From an optimization exercise on the open Yosys and OpenROAD flow, aimed at small area, a short achievable clock period and few clock cycles; shortcuts taken in it are not production practice.
The RTL was checked by simulation tests, not by an equivalence proof against the original design.
Power figures rest on the tool's default switching activity, not on a simulated workload.

$ cat constraint.sdc
create_clock -name core_clock -period 12.0 [get_ports {clk}]
set_input_delay 2.4000 -clock core_clock [delete_from_list [all_inputs] [get_ports {clk}]]
set_output_delay 2.4000 -clock core_clock [all_outputs]
set_load 0.01 [all_outputs]
$ cat design.v
module mcv_mul (
    input  wire [17:0] x,
    input  wire [15:0] g,
    output wire [34:0] ra,
    output wire [34:0] rb
);
    wire w0 = g[0] ^ 1'b0;
    wire w1 = (g[1] & ~g[0] & ~1'b0) | (~g[1] & g[0] & 1'b0);
    wire w2 = g[1] & ~(g[0] & 1'b0);
    wire w3 = ((x[0] & w0) | (1'b0 & w1)) ^ w2;
    wire w4 = ((x[1] & w0) | (x[0] & w1)) ^ w2;
    wire w5 = ((x[2] & w0) | (x[1] & w1)) ^ w2;
    wire w6 = ((x[3] & w0) | (x[2] & w1)) ^ w2;
    wire w7 = ((x[4] & w0) | (x[3] & w1)) ^ w2;
    wire w8 = ((x[5] & w0) | (x[4] & w1)) ^ w2;
    wire w9 = ((x[6] & w0) | (x[5] & w1)) ^ w2;
    wire w10 = ((x[7] & w0) | (x[6] & w1)) ^ w2;
    wire w11 = ((x[8] & w0) | (x[7] & w1)) ^ w2;
    wire w12 = ((x[9] & w0) | (x[8] & w1)) ^ w2;
    wire w13 = ((x[10] & w0) | (x[9] & w1)) ^ w2;
    wire w14 = ((x[11] & w0) | (x[10] & w1)) ^ w2;
    wire w15 = ((x[12] & w0) | (x[11] & w1)) ^ w2;
    wire w16 = ((x[13] & w0) | (x[12] & w1)) ^ w2;
    wire w17 = ((x[14] & w0) | (x[13] & w1)) ^ w2;
    wire w18 = ((x[15] & w0) | (x[14] & w1)) ^ w2;
    wire w19 = ((x[16] & w0) | (x[15] & w1)) ^ w2;
    wire w20 = ((x[17] & w0) | (x[16] & w1)) ^ w2;
    wire w21 = ((x[17] & w0) | (x[17] & w1)) ^ w2;
    wire w22 = ~w21;
    wire w23 = g[2] ^ g[1];
    wire w24 = (g[3] & ~g[2] & ~g[1]) | (~g[3] & g[2] & g[1]);
    wire w25 = g[3] & ~(g[2] & g[1]);
    wire w26 = ((x[0] & w23) | (1'b0 & w24)) ^ w25;
    wire w27 = ((x[1] & w23) | (x[0] & w24)) ^ w25;
    wire w28 = ((x[2] & w23) | (x[1] & w24)) ^ w25;
    wire w29 = ((x[3] & w23) | (x[2] & w24)) ^ w25;
    wire w30 = ((x[4] & w23) | (x[3] & w24)) ^ w25;
    wire w31 = ((x[5] & w23) | (x[4] & w24)) ^ w25;
    wire w32 = ((x[6] & w23) | (x[5] & w24)) ^ w25;
    wire w33 = ((x[7] & w23) | (x[6] & w24)) ^ w25;
    wire w34 = ((x[8] & w23) | (x[7] & w24)) ^ w25;
    wire w35 = ((x[9] & w23) | (x[8] & w24)) ^ w25;
    wire w36 = ((x[10] & w23) | (x[9] & w24)) ^ w25;
    wire w37 = ((x[11] & w23) | (x[10] & w24)) ^ w25;
    wire w38 = ((x[12] & w23) | (x[11] & w24)) ^ w25;
    wire w39 = ((x[13] & w23) | (x[12] & w24)) ^ w25;
    wire w40 = ((x[14] & w23) | (x[13] & w24)) ^ w25;
    wire w41 = ((x[15] & w23) | (x[14] & w24)) ^ w25;
    wire w42 = ((x[16] & w23) | (x[15] & w24)) ^ w25;
    wire w43 = ((x[17] & w23) | (x[16] & w24)) ^ w25;
    wire w44 = ((x[17] & w23) | (x[17] & w24)) ^ w25;
    wire w45 = ~w44;
    wire w46 = g[4] ^ g[3];
    wire w47 = (g[5] & ~g[4] & ~g[3]) | (~g[5] & g[4] & g[3]);
    wire w48 = g[5] & ~(g[4] & g[3]);
    wire w49 = ((x[0] & w46) | (1'b0 & w47)) ^ w48;
    wire w50 = ((x[1] & w46) | (x[0] & w47)) ^ w48;
    wire w51 = ((x[2] & w46) | (x[1] & w47)) ^ w48;
    wire w52 = ((x[3] & w46) | (x[2] & w47)) ^ w48;
    wire w53 = ((x[4] & w46) | (x[3] & w47)) ^ w48;
    wire w54 = ((x[5] & w46) | (x[4] & w47)) ^ w48;
    wire w55 = ((x[6] & w46) | (x[5] & w47)) ^ w48;
    wire w56 = ((x[7] & w46) | (x[6] & w47)) ^ w48;
    wire w57 = ((x[8] & w46) | (x[7] & w47)) ^ w48;
    wire w58 = ((x[9] & w46) | (x[8] & w47)) ^ w48;
    wire w59 = ((x[10] & w46) | (x[9] & w47)) ^ w48;
    wire w60 = ((x[11] & w46) | (x[10] & w47)) ^ w48;
    wire w61 = ((x[12] & w46) | (x[11] & w47)) ^ w48;
    wire w62 = ((x[13] & w46) | (x[12] & w47)) ^ w48;
    wire w63 = ((x[14] & w46) | (x[13] & w47)) ^ w48;
    wire w64 = ((x[15] & w46) | (x[14] & w47)) ^ w48;
    wire w65 = ((x[16] & w46) | (x[15] & w47)) ^ w48;
    wire w66 = ((x[17] & w46) | (x[16] & w47)) ^ w48;
    wire w67 = ((x[17] & w46) | (x[17] & w47)) ^ w48;
    wire w68 = ~w67;
    wire w69 = g[6] ^ g[5];
    wire w70 = (g[7] & ~g[6] & ~g[5]) | (~g[7] & g[6] & g[5]);
    wire w71 = g[7] & ~(g[6] & g[5]);
    wire w72 = ((x[0] & w69) | (1'b0 & w70)) ^ w71;
    wire w73 = ((x[1] & w69) | (x[0] & w70)) ^ w71;
    wire w74 = ((x[2] & w69) | (x[1] & w70)) ^ w71;
    wire w75 = ((x[3] & w69) | (x[2] & w70)) ^ w71;
    wire w76 = ((x[4] & w69) | (x[3] & w70)) ^ w71;
    wire w77 = ((x[5] & w69) | (x[4] & w70)) ^ w71;
    wire w78 = ((x[6] & w69) | (x[5] & w70)) ^ w71;
    wire w79 = ((x[7] & w69) | (x[6] & w70)) ^ w71;
    wire w80 = ((x[8] & w69) | (x[7] & w70)) ^ w71;
    wire w81 = ((x[9] & w69) | (x[8] & w70)) ^ w71;
    wire w82 = ((x[10] & w69) | (x[9] & w70)) ^ w71;
    wire w83 = ((x[11] & w69) | (x[10] & w70)) ^ w71;
    wire w84 = ((x[12] & w69) | (x[11] & w70)) ^ w71;
    wire w85 = ((x[13] & w69) | (x[12] & w70)) ^ w71;
    wire w86 = ((x[14] & w69) | (x[13] & w70)) ^ w71;
    wire w87 = ((x[15] & w69) | (x[14] & w70)) ^ w71;
    wire w88 = ((x[16] & w69) | (x[15] & w70)) ^ w71;
    wire w89 = ((x[17] & w69) | (x[16] & w70)) ^ w71;
    wire w90 = ((x[17] & w69) | (x[17] & w70)) ^ w71;
    wire w91 = ~w90;
    wire w92 = g[8] ^ g[7];
    wire w93 = (g[9] & ~g[8] & ~g[7]) | (~g[9] & g[8] & g[7]);
    wire w94 = g[9] & ~(g[8] & g[7]);
    wire w95 = ((x[0] & w92) | (1'b0 & w93)) ^ w94;
    wire w96 = ((x[1] & w92) | (x[0] & w93)) ^ w94;
    wire w97 = ((x[2] & w92) | (x[1] & w93)) ^ w94;
    wire w98 = ((x[3] & w92) | (x[2] & w93)) ^ w94;
    wire w99 = ((x[4] & w92) | (x[3] & w93)) ^ w94;
    wire w100 = ((x[5] & w92) | (x[4] & w93)) ^ w94;
    wire w101 = ((x[6] & w92) | (x[5] & w93)) ^ w94;
    wire w102 = ((x[7] & w92) | (x[6] & w93)) ^ w94;
    wire w103 = ((x[8] & w92) | (x[7] & w93)) ^ w94;
    wire w104 = ((x[9] & w92) | (x[8] & w93)) ^ w94;
    wire w105 = ((x[10] & w92) | (x[9] & w93)) ^ w94;
    wire w106 = ((x[11] & w92) | (x[10] & w93)) ^ w94;
    wire w107 = ((x[12] & w92) | (x[11] & w93)) ^ w94;
    wire w108 = ((x[13] & w92) | (x[12] & w93)) ^ w94;
    wire w109 = ((x[14] & w92) | (x[13] & w93)) ^ w94;
    wire w110 = ((x[15] & w92) | (x[14] & w93)) ^ w94;
    wire w111 = ((x[16] & w92) | (x[15] & w93)) ^ w94;
    wire w112 = ((x[17] & w92) | (x[16] & w93)) ^ w94;
    wire w113 = ((x[17] & w92) | (x[17] & w93)) ^ w94;
    wire w114 = ~w113;
    wire w115 = g[10] ^ g[9];
    wire w116 = (g[11] & ~g[10] & ~g[9]) | (~g[11] & g[10] & g[9]);
    wire w117 = g[11] & ~(g[10] & g[9]);
    wire w118 = ((x[0] & w115) | (1'b0 & w116)) ^ w117;
    wire w119 = ((x[1] & w115) | (x[0] & w116)) ^ w117;
    wire w120 = ((x[2] & w115) | (x[1] & w116)) ^ w117;
    wire w121 = ((x[3] & w115) | (x[2] & w116)) ^ w117;
    wire w122 = ((x[4] & w115) | (x[3] & w116)) ^ w117;
    wire w123 = ((x[5] & w115) | (x[4] & w116)) ^ w117;
    wire w124 = ((x[6] & w115) | (x[5] & w116)) ^ w117;
    wire w125 = ((x[7] & w115) | (x[6] & w116)) ^ w117;
    wire w126 = ((x[8] & w115) | (x[7] & w116)) ^ w117;
    wire w127 = ((x[9] & w115) | (x[8] & w116)) ^ w117;
    wire w128 = ((x[10] & w115) | (x[9] & w116)) ^ w117;
    wire w129 = ((x[11] & w115) | (x[10] & w116)) ^ w117;
    wire w130 = ((x[12] & w115) | (x[11] & w116)) ^ w117;
    wire w131 = ((x[13] & w115) | (x[12] & w116)) ^ w117;
    wire w132 = ((x[14] & w115) | (x[13] & w116)) ^ w117;
    wire w133 = ((x[15] & w115) | (x[14] & w116)) ^ w117;
    wire w134 = ((x[16] & w115) | (x[15] & w116)) ^ w117;
    wire w135 = ((x[17] & w115) | (x[16] & w116)) ^ w117;
    wire w136 = ((x[17] & w115) | (x[17] & w116)) ^ w117;
    wire w137 = ~w136;
    wire w138 = g[12] ^ g[11];
    wire w139 = (g[13] & ~g[12] & ~g[11]) | (~g[13] & g[12] & g[11]);
    wire w140 = g[13] & ~(g[12] & g[11]);
    wire w141 = ((x[0] & w138) | (1'b0 & w139)) ^ w140;
    wire w142 = ((x[1] & w138) | (x[0] & w139)) ^ w140;
    wire w143 = ((x[2] & w138) | (x[1] & w139)) ^ w140;
    wire w144 = ((x[3] & w138) | (x[2] & w139)) ^ w140;
    wire w145 = ((x[4] & w138) | (x[3] & w139)) ^ w140;
    wire w146 = ((x[5] & w138) | (x[4] & w139)) ^ w140;
    wire w147 = ((x[6] & w138) | (x[5] & w139)) ^ w140;
    wire w148 = ((x[7] & w138) | (x[6] & w139)) ^ w140;
    wire w149 = ((x[8] & w138) | (x[7] & w139)) ^ w140;
    wire w150 = ((x[9] & w138) | (x[8] & w139)) ^ w140;
    wire w151 = ((x[10] & w138) | (x[9] & w139)) ^ w140;
    wire w152 = ((x[11] & w138) | (x[10] & w139)) ^ w140;
    wire w153 = ((x[12] & w138) | (x[11] & w139)) ^ w140;
    wire w154 = ((x[13] & w138) | (x[12] & w139)) ^ w140;
    wire w155 = ((x[14] & w138) | (x[13] & w139)) ^ w140;
    wire w156 = ((x[15] & w138) | (x[14] & w139)) ^ w140;
    wire w157 = ((x[16] & w138) | (x[15] & w139)) ^ w140;
    wire w158 = ((x[17] & w138) | (x[16] & w139)) ^ w140;
    wire w159 = ((x[17] & w138) | (x[17] & w139)) ^ w140;
    wire w160 = ~w159;
    wire w161 = g[14] ^ g[13];
    wire w162 = (g[15] & ~g[14] & ~g[13]) | (~g[15] & g[14] & g[13]);
    wire w163 = g[15] & ~(g[14] & g[13]);
    wire w164 = ((x[0] & w161) | (1'b0 & w162)) ^ w163;
    wire w165 = ((x[1] & w161) | (x[0] & w162)) ^ w163;
    wire w166 = ((x[2] & w161) | (x[1] & w162)) ^ w163;
    wire w167 = ((x[3] & w161) | (x[2] & w162)) ^ w163;
    wire w168 = ((x[4] & w161) | (x[3] & w162)) ^ w163;
    wire w169 = ((x[5] & w161) | (x[4] & w162)) ^ w163;
    wire w170 = ((x[6] & w161) | (x[5] & w162)) ^ w163;
    wire w171 = ((x[7] & w161) | (x[6] & w162)) ^ w163;
    wire w172 = ((x[8] & w161) | (x[7] & w162)) ^ w163;
    wire w173 = ((x[9] & w161) | (x[8] & w162)) ^ w163;
    wire w174 = ((x[10] & w161) | (x[9] & w162)) ^ w163;
    wire w175 = ((x[11] & w161) | (x[10] & w162)) ^ w163;
    wire w176 = ((x[12] & w161) | (x[11] & w162)) ^ w163;
    wire w177 = ((x[13] & w161) | (x[12] & w162)) ^ w163;
    wire w178 = ((x[14] & w161) | (x[13] & w162)) ^ w163;
    wire w179 = ((x[15] & w161) | (x[14] & w162)) ^ w163;
    wire w180 = ((x[16] & w161) | (x[15] & w162)) ^ w163;
    wire w181 = ((x[17] & w161) | (x[16] & w162)) ^ w163;
    wire w182 = ((x[17] & w161) | (x[17] & w162)) ^ w163;
    wire w183 = ~w182;
    wire w184 = g[15] & x[0];
    wire w185 = g[15] & x[1];
    wire w186 = g[15] & x[2];
    wire w187 = g[15] & x[3];
    wire w188 = g[15] & x[4];
    wire w189 = g[15] & x[5];
    wire w190 = g[15] & x[6];
    wire w191 = g[15] & x[7];
    wire w192 = g[15] & x[8];
    wire w193 = g[15] & x[9];
    wire w194 = g[15] & x[10];
    wire w195 = g[15] & x[11];
    wire w196 = g[15] & x[12];
    wire w197 = g[15] & x[13];
    wire w198 = g[15] & x[14];
    wire w199 = g[15] & x[15];
    wire w200 = g[15] & x[16];
    wire w201 = ~(g[15] & x[17]);
    wire w202 = w13 ^ w34;
    wire w203 = w13 & w34;
    wire w204 = w14 ^ w35;
    wire w205 = w14 & w35;
    wire w206 = w15 ^ w36 ^ w57;
    wire w207 = (w15 & w36) | (w15 & w57) | (w36 & w57);
    wire w208 = w78 ^ w99;
    wire w209 = w78 & w99;
    wire w210 = w16 ^ w37 ^ w58;
    wire w211 = (w16 & w37) | (w16 & w58) | (w37 & w58);
    wire w212 = w79 ^ w100;
    wire w213 = w79 & w100;
    wire w214 = w17 ^ w38 ^ w59;
    wire w215 = (w17 & w38) | (w17 & w59) | (w38 & w59);
    wire w216 = w80 ^ w101 ^ w122;
    wire w217 = (w80 & w101) | (w80 & w122) | (w101 & w122);
    wire w218 = w143 ^ w164;
    wire w219 = w143 & w164;
    wire w220 = w18 ^ w39 ^ w60;
    wire w221 = (w18 & w39) | (w18 & w60) | (w39 & w60);
    wire w222 = w81 ^ w102 ^ w123;
    wire w223 = (w81 & w102) | (w81 & w123) | (w102 & w123);
    wire w224 = w144 ^ w165;
    wire w225 = w144 & w165;
    wire w226 = w19 ^ w40 ^ w61;
    wire w227 = (w19 & w40) | (w19 & w61) | (w40 & w61);
    wire w228 = w82 ^ w103 ^ w124;
    wire w229 = (w82 & w103) | (w82 & w124) | (w103 & w124);
    wire w230 = w145 ^ w166 ^ w184;
    wire w231 = (w145 & w166) | (w145 & w184) | (w166 & w184);
    wire w232 = w20 ^ w41 ^ w62;
    wire w233 = (w20 & w41) | (w20 & w62) | (w41 & w62);
    wire w234 = w83 ^ w104 ^ w125;
    wire w235 = (w83 & w104) | (w83 & w125) | (w104 & w125);
    wire w236 = w146 ^ w167 ^ w185;
    wire w237 = (w146 & w167) | (w146 & w185) | (w167 & w185);
    wire w238 = w22 ^ w42 ^ w63;
    wire w239 = (w22 & w42) | (w22 & w63) | (w42 & w63);
    wire w240 = w84 ^ w105 ^ w126;
    wire w241 = (w84 & w105) | (w84 & w126) | (w105 & w126);
    wire w242 = w147 ^ w168 ^ w186;
    wire w243 = (w147 & w168) | (w147 & w186) | (w168 & w186);
    wire w244 = w43 ^ w64 ^ w85;
    wire w245 = (w43 & w64) | (w43 & w85) | (w64 & w85);
    wire w246 = w106 ^ w127 ^ w148;
    wire w247 = (w106 & w127) | (w106 & w148) | (w127 & w148);
    wire w248 = w169 ^ w187;
    wire w249 = w169 & w187;
    wire w250 = w45 ^ w65 ^ w86;
    wire w251 = (w45 & w65) | (w45 & w86) | (w65 & w86);
    wire w252 = w107 ^ w128 ^ w149;
    wire w253 = (w107 & w128) | (w107 & w149) | (w128 & w149);
    wire w254 = w170 ^ w188 ^ 1'b1;
    wire w255 = (w170 & w188) | (w170 & 1'b1) | (w188 & 1'b1);
    wire w256 = w66 ^ w87 ^ w108;
    wire w257 = (w66 & w87) | (w66 & w108) | (w87 & w108);
    wire w258 = w129 ^ w150 ^ w171;
    wire w259 = (w129 & w150) | (w129 & w171) | (w150 & w171);
    wire w260 = w189 ^ 1'b1;
    wire w261 = w189 & 1'b1;
    wire w262 = w68 ^ w88 ^ w109;
    wire w263 = (w68 & w88) | (w68 & w109) | (w88 & w109);
    wire w264 = w130 ^ w151 ^ w172;
    wire w265 = (w130 & w151) | (w130 & w172) | (w151 & w172);
    wire w266 = w89 ^ w110 ^ w131;
    wire w267 = (w89 & w110) | (w89 & w131) | (w110 & w131);
    wire w268 = w152 ^ w173;
    wire w269 = w152 & w173;
    wire w270 = w91 ^ w111 ^ w132;
    wire w271 = (w91 & w111) | (w91 & w132) | (w111 & w132);
    wire w272 = w112 ^ w133;
    wire w273 = w112 & w133;
    wire w274 = w9 ^ w30;
    wire w275 = w9 & w30;
    wire w276 = w10 ^ w31;
    wire w277 = w10 & w31;
    wire w278 = w11 ^ w32 ^ w53;
    wire w279 = (w11 & w32) | (w11 & w53) | (w32 & w53);
    wire w280 = w74 ^ w95;
    wire w281 = w74 & w95;
    wire w282 = w12 ^ w33 ^ w54;
    wire w283 = (w12 & w33) | (w12 & w54) | (w33 & w54);
    wire w284 = w75 ^ w96;
    wire w285 = w75 & w96;
    wire w286 = w202 ^ w55 ^ w76;
    wire w287 = (w202 & w55) | (w202 & w76) | (w55 & w76);
    wire w288 = w97 ^ w118 ^ w117;
    wire w289 = (w97 & w118) | (w97 & w117) | (w118 & w117);
    wire w290 = w203 ^ w204 ^ w56;
    wire w291 = (w203 & w204) | (w203 & w56) | (w204 & w56);
    wire w292 = w77 ^ w98 ^ w119;
    wire w293 = (w77 & w98) | (w77 & w119) | (w98 & w119);
    wire w294 = w205 ^ w206 ^ w208;
    wire w295 = (w205 & w206) | (w205 & w208) | (w206 & w208);
    wire w296 = w120 ^ w141 ^ w140;
    wire w297 = (w120 & w141) | (w120 & w140) | (w141 & w140);
    wire w298 = w207 ^ w209 ^ w210;
    wire w299 = (w207 & w209) | (w207 & w210) | (w209 & w210);
    wire w300 = w212 ^ w121 ^ w142;
    wire w301 = (w212 & w121) | (w212 & w142) | (w121 & w142);
    wire w302 = w211 ^ w213 ^ w214;
    wire w303 = (w211 & w213) | (w211 & w214) | (w213 & w214);
    wire w304 = w216 ^ w218 ^ w163;
    wire w305 = (w216 & w218) | (w216 & w163) | (w218 & w163);
    wire w306 = w215 ^ w217 ^ w219;
    wire w307 = (w215 & w217) | (w215 & w219) | (w217 & w219);
    wire w308 = w220 ^ w222 ^ w224;
    wire w309 = (w220 & w222) | (w220 & w224) | (w222 & w224);
    wire w310 = w221 ^ w223 ^ w225;
    wire w311 = (w221 & w223) | (w221 & w225) | (w223 & w225);
    wire w312 = w226 ^ w228 ^ w230;
    wire w313 = (w226 & w228) | (w226 & w230) | (w228 & w230);
    wire w314 = w227 ^ w229 ^ w231;
    wire w315 = (w227 & w229) | (w227 & w231) | (w229 & w231);
    wire w316 = w232 ^ w234 ^ w236;
    wire w317 = (w232 & w234) | (w232 & w236) | (w234 & w236);
    wire w318 = w233 ^ w235 ^ w237;
    wire w319 = (w233 & w235) | (w233 & w237) | (w235 & w237);
    wire w320 = w238 ^ w240 ^ w242;
    wire w321 = (w238 & w240) | (w238 & w242) | (w240 & w242);
    wire w322 = w239 ^ w241 ^ w243;
    wire w323 = (w239 & w241) | (w239 & w243) | (w241 & w243);
    wire w324 = w244 ^ w246 ^ w248;
    wire w325 = (w244 & w246) | (w244 & w248) | (w246 & w248);
    wire w326 = w245 ^ w247 ^ w249;
    wire w327 = (w245 & w247) | (w245 & w249) | (w247 & w249);
    wire w328 = w250 ^ w252 ^ w254;
    wire w329 = (w250 & w252) | (w250 & w254) | (w252 & w254);
    wire w330 = w251 ^ w253 ^ w255;
    wire w331 = (w251 & w253) | (w251 & w255) | (w253 & w255);
    wire w332 = w256 ^ w258 ^ w260;
    wire w333 = (w256 & w258) | (w256 & w260) | (w258 & w260);
    wire w334 = w257 ^ w259 ^ w261;
    wire w335 = (w257 & w259) | (w257 & w261) | (w259 & w261);
    wire w336 = w262 ^ w264 ^ w190;
    wire w337 = (w262 & w264) | (w262 & w190) | (w264 & w190);
    wire w338 = w263 ^ w265 ^ w266;
    wire w339 = (w263 & w265) | (w263 & w266) | (w265 & w266);
    wire w340 = w268 ^ w191 ^ 1'b1;
    wire w341 = (w268 & w191) | (w268 & 1'b1) | (w191 & 1'b1);
    wire w342 = w267 ^ w269 ^ w270;
    wire w343 = (w267 & w269) | (w267 & w270) | (w269 & w270);
    wire w344 = w153 ^ w174 ^ w192;
    wire w345 = (w153 & w174) | (w153 & w192) | (w174 & w192);
    wire w346 = w271 ^ w272 ^ w154;
    wire w347 = (w271 & w272) | (w271 & w154) | (w272 & w154);
    wire w348 = w175 ^ w193 ^ 1'b1;
    wire w349 = (w175 & w193) | (w175 & 1'b1) | (w193 & 1'b1);
    wire w350 = w273 ^ w114 ^ w134;
    wire w351 = (w273 & w114) | (w273 & w134) | (w114 & w134);
    wire w352 = w155 ^ w176 ^ w194;
    wire w353 = (w155 & w176) | (w155 & w194) | (w176 & w194);
    wire w354 = w135 ^ w156 ^ w177;
    wire w355 = (w135 & w156) | (w135 & w177) | (w156 & w177);
    wire w356 = w195 ^ 1'b1;
    wire w357 = w195 & 1'b1;
    wire w358 = w137 ^ w157 ^ w178;
    wire w359 = (w137 & w157) | (w137 & w178) | (w157 & w178);
    wire w360 = w158 ^ w179;
    wire w361 = w158 & w179;
    wire w362 = w7 ^ w28;
    wire w363 = w7 & w28;
    wire w364 = w8 ^ w29;
    wire w365 = w8 & w29;
    wire w366 = w274 ^ w51 ^ w72;
    wire w367 = (w274 & w51) | (w274 & w72) | (w51 & w72);
    wire w368 = w275 ^ w276 ^ w52;
    wire w369 = (w275 & w276) | (w275 & w52) | (w276 & w52);
    wire w370 = w277 ^ w278 ^ w280;
    wire w371 = (w277 & w278) | (w277 & w280) | (w278 & w280);
    wire w372 = w279 ^ w281 ^ w282;
    wire w373 = (w279 & w281) | (w279 & w282) | (w281 & w282);
    wire w374 = w283 ^ w285 ^ w286;
    wire w375 = (w283 & w285) | (w283 & w286) | (w285 & w286);
    wire w376 = w287 ^ w289 ^ w290;
    wire w377 = (w287 & w289) | (w287 & w290) | (w289 & w290);
    wire w378 = w291 ^ w293 ^ w294;
    wire w379 = (w291 & w293) | (w291 & w294) | (w293 & w294);
    wire w380 = w295 ^ w297 ^ w298;
    wire w381 = (w295 & w297) | (w295 & w298) | (w297 & w298);
    wire w382 = w299 ^ w301 ^ w302;
    wire w383 = (w299 & w301) | (w299 & w302) | (w301 & w302);
    wire w384 = w303 ^ w305 ^ w306;
    wire w385 = (w303 & w305) | (w303 & w306) | (w305 & w306);
    wire w386 = w307 ^ w309 ^ w310;
    wire w387 = (w307 & w309) | (w307 & w310) | (w309 & w310);
    wire w388 = w311 ^ w313 ^ w314;
    wire w389 = (w311 & w313) | (w311 & w314) | (w313 & w314);
    wire w390 = w315 ^ w317 ^ w318;
    wire w391 = (w315 & w317) | (w315 & w318) | (w317 & w318);
    wire w392 = w319 ^ w321 ^ w322;
    wire w393 = (w319 & w321) | (w319 & w322) | (w321 & w322);
    wire w394 = w323 ^ w325 ^ w326;
    wire w395 = (w323 & w325) | (w323 & w326) | (w325 & w326);
    wire w396 = w327 ^ w329 ^ w330;
    wire w397 = (w327 & w329) | (w327 & w330) | (w329 & w330);
    wire w398 = w331 ^ w333 ^ w334;
    wire w399 = (w331 & w333) | (w331 & w334) | (w333 & w334);
    wire w400 = w335 ^ w337 ^ w338;
    wire w401 = (w335 & w337) | (w335 & w338) | (w337 & w338);
    wire w402 = w339 ^ w341 ^ w342;
    wire w403 = (w339 & w341) | (w339 & w342) | (w341 & w342);
    wire w404 = w343 ^ w345 ^ w346;
    wire w405 = (w343 & w345) | (w343 & w346) | (w345 & w346);
    wire w406 = w347 ^ w349 ^ w350;
    wire w407 = (w347 & w349) | (w347 & w350) | (w349 & w350);
    wire w408 = w351 ^ w353 ^ w354;
    wire w409 = (w351 & w353) | (w351 & w354) | (w353 & w354);
    wire w410 = w355 ^ w357 ^ w358;
    wire w411 = (w355 & w357) | (w355 & w358) | (w357 & w358);
    wire w412 = w359 ^ w360 ^ w197;
    wire w413 = (w359 & w360) | (w359 & w197) | (w360 & w197);
    wire w414 = w361 ^ w160 ^ w180;
    wire w415 = (w361 & w160) | (w361 & w180) | (w160 & w180);
    wire w416 = w181 ^ w199;
    wire w417 = w181 & w199;
    wire w418 = w5 ^ w26;
    wire w419 = w5 & w26;
    wire w420 = w6 ^ w27;
    wire w421 = w6 & w27;
    wire w422 = w362 ^ w49 ^ w48;
    wire w423 = (w362 & w49) | (w362 & w48) | (w49 & w48);
    wire w424 = w363 ^ w364 ^ w50;
    wire w425 = (w363 & w364) | (w363 & w50) | (w364 & w50);
    wire w426 = w365 ^ w366 ^ w71;
    wire w427 = (w365 & w366) | (w365 & w71) | (w366 & w71);
    wire w428 = w367 ^ w368 ^ w73;
    wire w429 = (w367 & w368) | (w367 & w73) | (w368 & w73);
    wire w430 = w369 ^ w370 ^ w94;
    wire w431 = (w369 & w370) | (w369 & w94) | (w370 & w94);
    wire w432 = w371 ^ w372 ^ w284;
    wire w433 = (w371 & w372) | (w371 & w284) | (w372 & w284);
    wire w434 = w373 ^ w374 ^ w288;
    wire w435 = (w373 & w374) | (w373 & w288) | (w374 & w288);
    wire w436 = w375 ^ w376 ^ w292;
    wire w437 = (w375 & w376) | (w375 & w292) | (w376 & w292);
    wire w438 = w377 ^ w378 ^ w296;
    wire w439 = (w377 & w378) | (w377 & w296) | (w378 & w296);
    wire w440 = w379 ^ w380 ^ w300;
    wire w441 = (w379 & w380) | (w379 & w300) | (w380 & w300);
    wire w442 = w381 ^ w382 ^ w304;
    wire w443 = (w381 & w382) | (w381 & w304) | (w382 & w304);
    wire w444 = w383 ^ w384 ^ w308;
    wire w445 = (w383 & w384) | (w383 & w308) | (w384 & w308);
    wire w446 = w385 ^ w386 ^ w312;
    wire w447 = (w385 & w386) | (w385 & w312) | (w386 & w312);
    wire w448 = w387 ^ w388 ^ w316;
    wire w449 = (w387 & w388) | (w387 & w316) | (w388 & w316);
    wire w450 = w389 ^ w390 ^ w320;
    wire w451 = (w389 & w390) | (w389 & w320) | (w390 & w320);
    wire w452 = w391 ^ w392 ^ w324;
    wire w453 = (w391 & w392) | (w391 & w324) | (w392 & w324);
    wire w454 = w393 ^ w394 ^ w328;
    wire w455 = (w393 & w394) | (w393 & w328) | (w394 & w328);
    wire w456 = w395 ^ w396 ^ w332;
    wire w457 = (w395 & w396) | (w395 & w332) | (w396 & w332);
    wire w458 = w397 ^ w398 ^ w336;
    wire w459 = (w397 & w398) | (w397 & w336) | (w398 & w336);
    wire w460 = w399 ^ w400 ^ w340;
    wire w461 = (w399 & w400) | (w399 & w340) | (w400 & w340);
    wire w462 = w401 ^ w402 ^ w344;
    wire w463 = (w401 & w402) | (w401 & w344) | (w402 & w344);
    wire w464 = w403 ^ w404 ^ w348;
    wire w465 = (w403 & w404) | (w403 & w348) | (w404 & w348);
    wire w466 = w405 ^ w406 ^ w352;
    wire w467 = (w405 & w406) | (w405 & w352) | (w406 & w352);
    wire w468 = w407 ^ w408 ^ w356;
    wire w469 = (w407 & w408) | (w407 & w356) | (w408 & w356);
    wire w470 = w409 ^ w410 ^ w196;
    wire w471 = (w409 & w410) | (w409 & w196) | (w410 & w196);
    wire w472 = w411 ^ w412 ^ 1'b1;
    wire w473 = (w411 & w412) | (w411 & 1'b1) | (w412 & 1'b1);
    wire w474 = w413 ^ w414 ^ w198;
    wire w475 = (w413 & w414) | (w413 & w198) | (w414 & w198);
    wire w476 = w415 ^ w416 ^ 1'b1;
    wire w477 = (w415 & w416) | (w415 & 1'b1) | (w416 & 1'b1);
    wire w478 = w417 ^ w183 ^ w200;
    wire w479 = (w417 & w183) | (w417 & w200) | (w183 & w200);
    assign ra = {1'b1, w479, w477, w475, w473, w471, w469, w467, w465, w463, w461, w459, w457, w455, w453, w451, w449, w447, w445, w443, w441, w439, w437, w435, w433, w431, w429, w427, w425, w423, w421, w419, w418, w4, w3};
    assign rb = {1'b0, w201, w478, w476, w474, w472, w470, w468, w466, w464, w462, w460, w458, w456, w454, w452, w450, w448, w446, w444, w442, w440, w438, w436, w434, w432, w430, w428, w426, w424, w422, w420, w25, 1'b0, w2};
endmodule
module mcv_cal (
    input  wire        clk,
    input  wire        rst,
    input  wire        s_valid,
    output wire        s_ready,
    input  wire [1:0]  s_op,       
    input  wire [2:0]  s_conv,
    input  wire [27:0] s_data,
    output reg         o_valid,
    output reg         o_kind,     
    output reg  [2:0]  o_conv,
    output reg  [11:0] o_raw,
    output reg         o_clamp,
    output reg         o_ok,
    output reg  [15:0] o_gain,
    output reg  [11:0] o_offset
);
    localparam OP_MEAS    = 2'd0;
    localparam OP_CAL     = 2'd1;
    localparam OP_RESTART = 2'd2;
    localparam OP_LOAD    = 2'd3;
    integer i;
    reg        busy;             
    reg        a_v;
    reg [1:0]  a_op;
    reg [2:0]  a_conv;
    reg [7:0]  a_sel;            
    reg [27:0] a_data;
    assign s_ready = ~busy;
    always @(posedge clk) begin
        if (rst)
            a_v <= 1'b0;
        else if (!busy)
            a_v <= s_valid;
        if (!busy) begin
            a_op   <= s_op;
            a_conv <= s_conv;
            a_sel  <= 8'd1 << s_conv;
            a_data <= s_data;
        end
    end
    reg [11:0] cal_off  [0:7];
    reg [15:0] cal_gain [0:7];
    reg [5:0]  cal_cnt  [0:7];
    reg [16:0] sum_lo   [0:7];
    reg [16:0] sum_hi   [0:7];
    reg [7:0]  ld;
    reg [7:0]  em;
    wire        go   = a_v & ~busy;
    wire [11:0] a_u  = a_data[11:0];
    reg         r_ld, r_em;
    reg  [11:0] r_off0;
    reg  [15:0] r_gain0;
    reg  [5:0]  r_cnt;
    reg  [16:0] r_lo, r_hi;
    always @(*) begin
        r_ld = 1'b0; r_em = 1'b0; r_off0 = 12'd0; r_gain0 = 16'd0;
        r_cnt = 6'd0; r_lo = 17'd0; r_hi = 17'd0;
        for (i = 0; i < 8; i = i + 1) begin
            r_ld    = r_ld    | (a_sel[i] & ld[i]);
            r_em    = r_em    | (a_sel[i] & em[i]);
            r_off0  = r_off0  | ({12{a_sel[i]}} & cal_off[i]);
            r_gain0 = r_gain0 | ({16{a_sel[i]}} & cal_gain[i]);
            r_cnt   = r_cnt   | ({6{a_sel[i]}}  & cal_cnt[i]);
            r_lo    = r_lo    | ({17{a_sel[i]}} & sum_lo[i]);
            r_hi    = r_hi    | ({17{a_sel[i]}} & sum_hi[i]);
        end
    end
    wire [11:0] r_off  = r_ld ? r_off0  : 12'd0;
    wire [15:0] r_gain = r_ld ? r_gain0 : 16'h8000;
    wire        c_odd  = ~r_em & r_cnt[0];                  
    wire        c_new  = r_em | (r_cnt[5:1] == 5'd0);       
    wire        c_last = ~r_em & (r_cnt == 6'd63);          
    wire [5:0]  c_cnt1 = r_em ? 6'd1 : r_cnt + 6'd1;
    wire [16:0] c_op   = c_new ? 17'd0 : (c_odd ? r_hi : r_lo);
    wire [16:0] c_sum  = c_op + {5'd0, a_u};
    wire do_cal  = go & (a_op == OP_CAL);
    wire do_lo   = do_cal & ~c_odd;
    wire do_hi   = do_cal & c_odd & ~c_last;
    wire do_last = do_cal & c_last;
    wire do_rst  = go & (a_op == OP_RESTART);
    wire do_load = go & (a_op == OP_LOAD);
    reg [17:0] dv_d;
    reg [16:0] dv_r;
    reg [3:0]  dv_ro;
    reg [4:0]  dv_n;
    reg        dv_okm;
    reg [2:0]  dv_conv;
    reg [7:0]  dv_sel;
    wire        dv_k1   = (dv_n == 5'd0);
    wire [17:0] k_d     = dv_d - {1'b0, dv_r};
    wire [17:0] k_l     = dv_d - {1'b0, dv_r} + 18'h6666;
    wire [21:0] k_m     = {2'b00, dv_r, 3'b000} - {4'd0, dv_d} + 22'd28679;
    wire [17:0] g_t   = {dv_r, o_gain[15]};
    wire [18:0] g_s   = {1'b0, g_t} - {1'b0, dv_d};
    wire        g_q   = ~g_s[18];
    wire [15:0] g_nxt = {o_gain[14:0], g_q};
    wire [4:0]  f_t   = {dv_ro, o_offset[11]};
    wire        f_q   = (f_t >= 5'd14);
    wire        f_on  = (dv_n >= 5'd5);
    wire [11:0] f_nxt = {o_offset[10:0], f_q ^ (dv_n == 5'd5)};
    wire        dv_last = (dv_n == 5'd16);
    wire        f_ok  = (f_nxt[11:9] == 3'b000) || (f_nxt[11:9] == 3'b111) ||
                        (f_nxt == 12'h200);
    wire        dv_ok = dv_okm && f_ok && (dv_d >= 18'd89077) && (dv_d <= 18'd94589);
    reg        m_v;
    reg [2:0]  m_conv;
    reg [17:0] m_x;
    reg [15:0] m_g;
    reg        p_v;
    reg [2:0]  p_conv;
    reg [16:0] p_a;
    reg [16:0] p_b;
    reg        p_c;
    wire [34:0] m_ra, m_rb;
    mcv_mul u_mul (.x(m_x), .g(m_g), .ra(m_ra), .rb(m_rb));
    wire [18:0] m_lo  = {1'b0, m_ra[17:0]} + {1'b0, m_rb[17:0]};
    wire [16:0] q_hi  = p_a + p_b + {16'd0, p_c};       
    wire        m_neg = q_hi[16];
    wire        m_big = ~q_hi[16] & (q_hi[15:13] != 3'd0);
    always @(posedge clk) begin
        m_conv <= a_conv;
        m_x    <= {2'b00, a_u, 4'b0000} - {{6{r_off[11]}}, r_off};
        m_g    <= r_gain;
        p_conv <= m_conv;
        p_a    <= m_ra[34:18];
        p_b    <= m_rb[34:18];
        p_c    <= m_lo[18];
        for (i = 0; i < 8; i = i + 1) begin
            if (do_lo & a_sel[i]) begin
                sum_lo[i]  <= c_sum;
                cal_cnt[i] <= c_cnt1;
            end
            if (do_hi & a_sel[i]) begin
                sum_hi[i]  <= c_sum;
                cal_cnt[i] <= c_cnt1;
            end
            if (busy ? (dv_last & dv_ok & dv_sel[i]) : (do_load & a_sel[i])) begin
                cal_off[i]  <= busy ? f_nxt : a_data[11:0];
                cal_gain[i] <= busy ? g_nxt : a_data[27:12];
            end
        end
        if (do_last) begin
            dv_d    <= {1'b0, c_sum};
            dv_r    <= r_lo;
            dv_conv <= a_conv;
            dv_sel  <= a_sel;
            dv_n    <= 5'd0;
        end
        if (busy) begin
            dv_n <= dv_n + 5'd1;
            if (dv_k1) begin
                dv_d     <= k_d;
                dv_r     <= 17'h0B333;
                o_gain   <= k_l[16:1];
                dv_ro    <= k_m[15:12];
                o_offset <= k_m[11:0];
                dv_okm   <= (k_m[21:12] <= 10'd8);
            end else begin
                dv_r   <= g_q ? g_s[16:0] : g_t[16:0];
                o_gain <= g_nxt;
                if (f_on) begin
                    dv_ro    <= f_q ? (f_t - 5'd14) : f_t[3:0];
                    o_offset <= f_nxt;
                end
            end
        end
        o_kind  <= ~p_v;
        o_conv  <= p_v ? p_conv : dv_conv;
        o_raw   <= m_neg ? 12'd0 : (m_big ? 12'd4095 : q_hi[12:1]);
        o_clamp <= m_neg | m_big;
        o_ok    <= dv_ok;
        if (rst) begin
            busy    <= 1'b0;
            m_v     <= 1'b0;
            p_v     <= 1'b0;
            o_valid <= 1'b0;
            ld      <= 8'd0;
            em      <= 8'hFF;
        end else begin
            m_v     <= go & (a_op == OP_MEAS);
            p_v     <= m_v;
            o_valid <= p_v | (busy & dv_last);
            if (do_last)
                busy <= 1'b1;
            else if (busy & dv_last)
                busy <= 1'b0;
            for (i = 0; i < 8; i = i + 1) begin
                if ((do_lo | do_rst | do_last) & a_sel[i])
                    em[i] <= ~do_lo;
                if ((busy ? (dv_last & dv_ok & dv_sel[i]) : (do_load & a_sel[i])))
                    ld[i] <= 1'b1;
            end
        end
    end
endmodule
$ cat config.mk
export PLATFORM = sky130hd
export DESIGN_NAME = mcv_cal
export DESIGN_NICKNAME = mcv_cal
export VERILOG_FILES = /design/flow/design.v
export SDC_FILE = /design/flow/constraint.sdc
export NUM_CORES = 4
export LEC_CHECK = 0
export CAP_MARGIN = 20
export CORE_MARGIN = 2
export CORE_UTILIZATION = 40
export SLEW_MARGIN = 20
$ cat run.sh
#!/bin/bash
# synth_recipe.tcl (not shown) runs the flow's synth.tcl, then flattens the netlist and writes it again
# the make line also repeats each setting of config.mk as NAME=value (left out here)
make -C /OpenROAD-flow-scripts/flow DESIGN_CONFIG=/design/flow/config.mk WORK_HOME=/design/flow/orfs CLKGATE_MAP_FILE= SYNTH_SCRIPT=/design/flow/synth_recipe.tcl finish
==> run summary <==
-- registers in the layout (all words and copies together), names as in the netlist, 5 cells and up --
signal / flops
o_raw: 12
ld: 8
o_gain: 16
a_sel: 8
m_x: 18
em: 8
p_a: 16
dv_r: 17
dv_d: 18
cal_off: 96
dv_n: 5
p_b: 16
m_g: 16
cal_cnt: 48
sum_hi: 136
a_data: 28
dv_sel: 8
cal_gain: 128
o_offset: 12
sum_lo: 136
-- report_power, final --
part	internal (mW)	switching, mW	total (mW)	leakage [nW]
clock	1.55	1.11	2.66	1.38
combinational	0.328	0.487	0.815	7.68
sequential	3.08	0.0673	3.15	7.03
-- area by class of cell --
type                            instances  area (um^2)
Timing Repair Buffer                  163         1430
Clock buffer                          102         2200
Sequential cell                       781        22200
Tap cell                             1287         1610
Multi-Input combinational cell       2011        16000
Clock inverter                         53          609
Fill cell                            8883        53500
Inverter                              215          808
-- kinds of logic after synthesis --
family                     Yosys count
xor gates and xnor gates           245
adders and majority gates          261
buffers and inverters              402
muxes                               63
DFF                                781
AOI/OAI and AO/OA                  836
and+or+nand+nor                    606
-- layer usage --
metal | up-vias | GRT usage (%) | share of wire, %
li1 | 12100 | - | -
met1 | 13400 | 30.9 | 44
met2 | 1032 | 34.5 | 46
met3 | 174 | 3.32 | 7.2
met4 | 2 | 6.13 | 2.7
met5 | - | 0 | 0.012
-- worst max-delay path, stage by stage, from the launching register on --
cell,delay (ns)
edfxtp_1,0.35
buf_4,0.30
buf_4,0.41
a22oi_1,0.24
nand4_1,0.23
or4_1,0.57
o21bai_2,0.72
a211o_1,0.23
inv_1,0.06
ha_1,0.27
a21o_1,0.16
a21oi_1,0.21
o21ai_0,0.15
a2111oi_0,0.66
o31ai_1,0.26
a21oi_1,0.20
o21bai_1,0.09
xor2_1,0.79
nand2_1,0.10
o311ai_0,0.13
-- cells in the final DEF (no fill, tap or decap), drive strengths merged, types with 18 or more instances in the layout --
| cell | netlist | layout |
|---|---|---|
| ha | 147 | 147 |
| o21ai | 117 | 117 |
| a221oi | 36 | 36 |
| xor2 | 104 | 104 |
| mux2i | 35 | 35 |
| inv | 213 | 217 |
| a21o | 20 | 20 |
| and2 | 35 | 35 |
| buf | 50 | 80 |
| or3 | 19 | 19 |
| dfxtp | 130 | 130 |
| a31oi | 35 | 35 |
| edfxtp | 651 | 651 |
| nand3 | 42 | 42 |
| fa | 114 | 114 |
| nand2 | 175 | 175 |
| clkbuf | 137 | 102 |
| nor3 | 44 | 44 |
| clkinv | 2 | 37 |
| xnor2 | 141 | 141 |
| a22o | 43 | 43 |
| nand4 | 46 | 46 |
| o21a | 18 | 18 |
| nor2 | 139 | 139 |
| nand2b | 27 | 27 |
| a22oi | 332 | 332 |
| a21oi | 106 | 106 |
| mux2 | 28 | 28 |
| clkdlybuf4s50 | 0 | 83 |
-- metrics by stage --
step | instances | area, um^2 | worst slack, ns
after global routing | 4612 | 44800 | 5.18
final | 4612 | 44800 | 5.69
after floorplan | 3194 | 39600 | 7.19
after global placement | 4457 | 41900 | 5.83
after CTS | 4612 | 44700 | 5.72
after detailed placement | 4457 | 41900 | 5.75
-- how the worst max path moves through the flow --
stage | slack, ns | endpoint | cells after the start
after floorplan | 7.19 | sum_hi[0][16] | 21
after global placement | 5.83 | sum_lo[6][15] | 17
after detailed placement | 5.75 | sum_lo[0][16] | 18
after CTS | 5.72 | sum_lo[1][16] | 18
after global routing | 5.18 | dv_d[11] | 19
final | 5.69 | dv_d[11] | 19
==> run summary <==
CP Max Fanout=39; synthesized area=around 40,000 um^2; most frequent cell after synthesis=edfxtp_1; warnings from Yosys=6; mux cell area share after synthesis=under 10%; Root Buffer=clkbuf_16; Post-CTS Hold Buffers=0; Worst Reg-to-Reg Cells=19; Die Footprint=101,000 um^2; crit share post-route=approximately 53%; largest family of logic cells by synthesized area=compound AO/OA/AOI/OAI gates; clock transition at the registers of the reported paths=about 0.060 ns; DRC=0; port buffer count=between 80 and 90; share of synthesized flip-flops with an asynchronous set or reset=0%; synth top area cells=edfxtp_1 49%, dfxtp_1 6.6%, a22oi_1 6.3%; Layout area overhead=13.2%; status=complete, no violations; Worst setup EP type=flip-flop; Max Cap Viol=0; Post-Synth Adder-Cell Area=between 10% and 20%; average wire per standard cell=about 24 um; largest net degree at the start of global routing=57; Final nets=3,553; number of CTS-inserted buffers=84; min Tclk post-route=approximately 6.3 ns; initial DRC count=2,656; library cells used by synthesis=~90; hold-critical path depth=0; row cnt=about 120; Mean Syn Cell Area=about 12 um^2; DR vias/cell=between 5 and 6; startpoint types=flip-flop; Setup violations, final=0; P per Cell Area=148 nW/um^2; Worst R2R Setup Slack=5.69 ns; CTS max path bufs=3; crit path kind=reg2reg; Starting Density=40.3%; via count=26.6k; Worst Skew=roughly 0.04 ns; Diodes inserted=0; synth cell count leaders=651 x edfxtp_1, 332 x a22oi_1, 213 x inv_1; Hold Path Sink=p_conv[1]; Die H=around 320 um; Synth Register Bits=slightly below 800; area leader, netlist=edfxtp_1; Post-Route Setup TNS=0 ns; gr usage total=a little over a fifth; Crit. Startpoint=a_sel[5]; DRT Pass-1 Iters=5; layout cells sized above 1=approximately 9%; Clk Latency, worst-skew pair=between 0.6 and 0.7 ns; Worst R2R End=dv_d[11]; H-tree depth=3; Slew @ Worst Pin=around 1.1 ns; hpwl dp=72,500 um; Leak=~16 nW; Worst slew margin=28.8%; DRT Wirelength=about 110,000 um; final core occ=45.6%; TritonCTS clock tree=yes; initial antenna violation count=9; register area share after synthesis=a little under three fifths; Die Wd=319 um; # resized after CTS=0; postcts setup bufs=0; Simple-Gate Fraction of Synth Area=7.57%; CP Data Required Time=12.54 ns; Pwr Total=6.62 mW; core area=approximately 100,000 um^2; EDFF count, synth=651; RSZ-0062 raised after global routing=false; synthesized instance count=3,194; Compound-Gate Fraction of Synth Area=roughly 15%; worst r2r src=a_sel[5]; Sink Count=around 780; GP Congestion=~0.92; Slew Limit Fails=0; grt total ovfl=0; vias in the first global route=between 20k and 30k; Min-Delay Path Class=reg2reg; fmax=roughly 0.16 GHz; ANT nets after route=0; final hold slack=~0.33 ns; first-pass GRT wire length=between 150,000 and 200,000 um; # IOs=84; Synth Net Count=approximately 3.5k; share of the synthesized area in the top cell type=between 40% and 50%; CP arrival=6.85 ns; Synth Flop Type=edfxtp_1; Final Hold Fails=0; Max IR drop VDD=between 0.0001 and 0.00015 V; hold path start=m_conv[1]; xor and xnor area share after synthesis=5.44%
Testbench counts, summed over its fixed seeds: cycles 19,150.

static timing again, ports no longer ideal:
Ports are ideal in the flow. The routed layout listed here was re-timed in OpenROAD.
Step 1 sets driving cells, clkbuf_16 on the clock port and buf_2 on the other inputs (assumed; they add their load-dependent delay and slew).
Step 2, shift: input delay + t, output delay - t, t = (earliest + latest rising clock arrival at the registers) / 2. This alone moves slack from input paths to output paths.
Three values: ideal, step 1, step 2; two values: the first two.
t, ns: 0.717
setup slack, ns: 5.690 / 5.690 / 5.690
hold slack, ns: 0.329 / 0.329 / 0.329
worst setup path after step 2: register to register
clock arrival spread, ns: 0.040 / 0.040
After both steps setup and hold are still met in this run. The setup slack of this run moves by 0.000 ns with the drivers and by 0.000 ns with both steps.
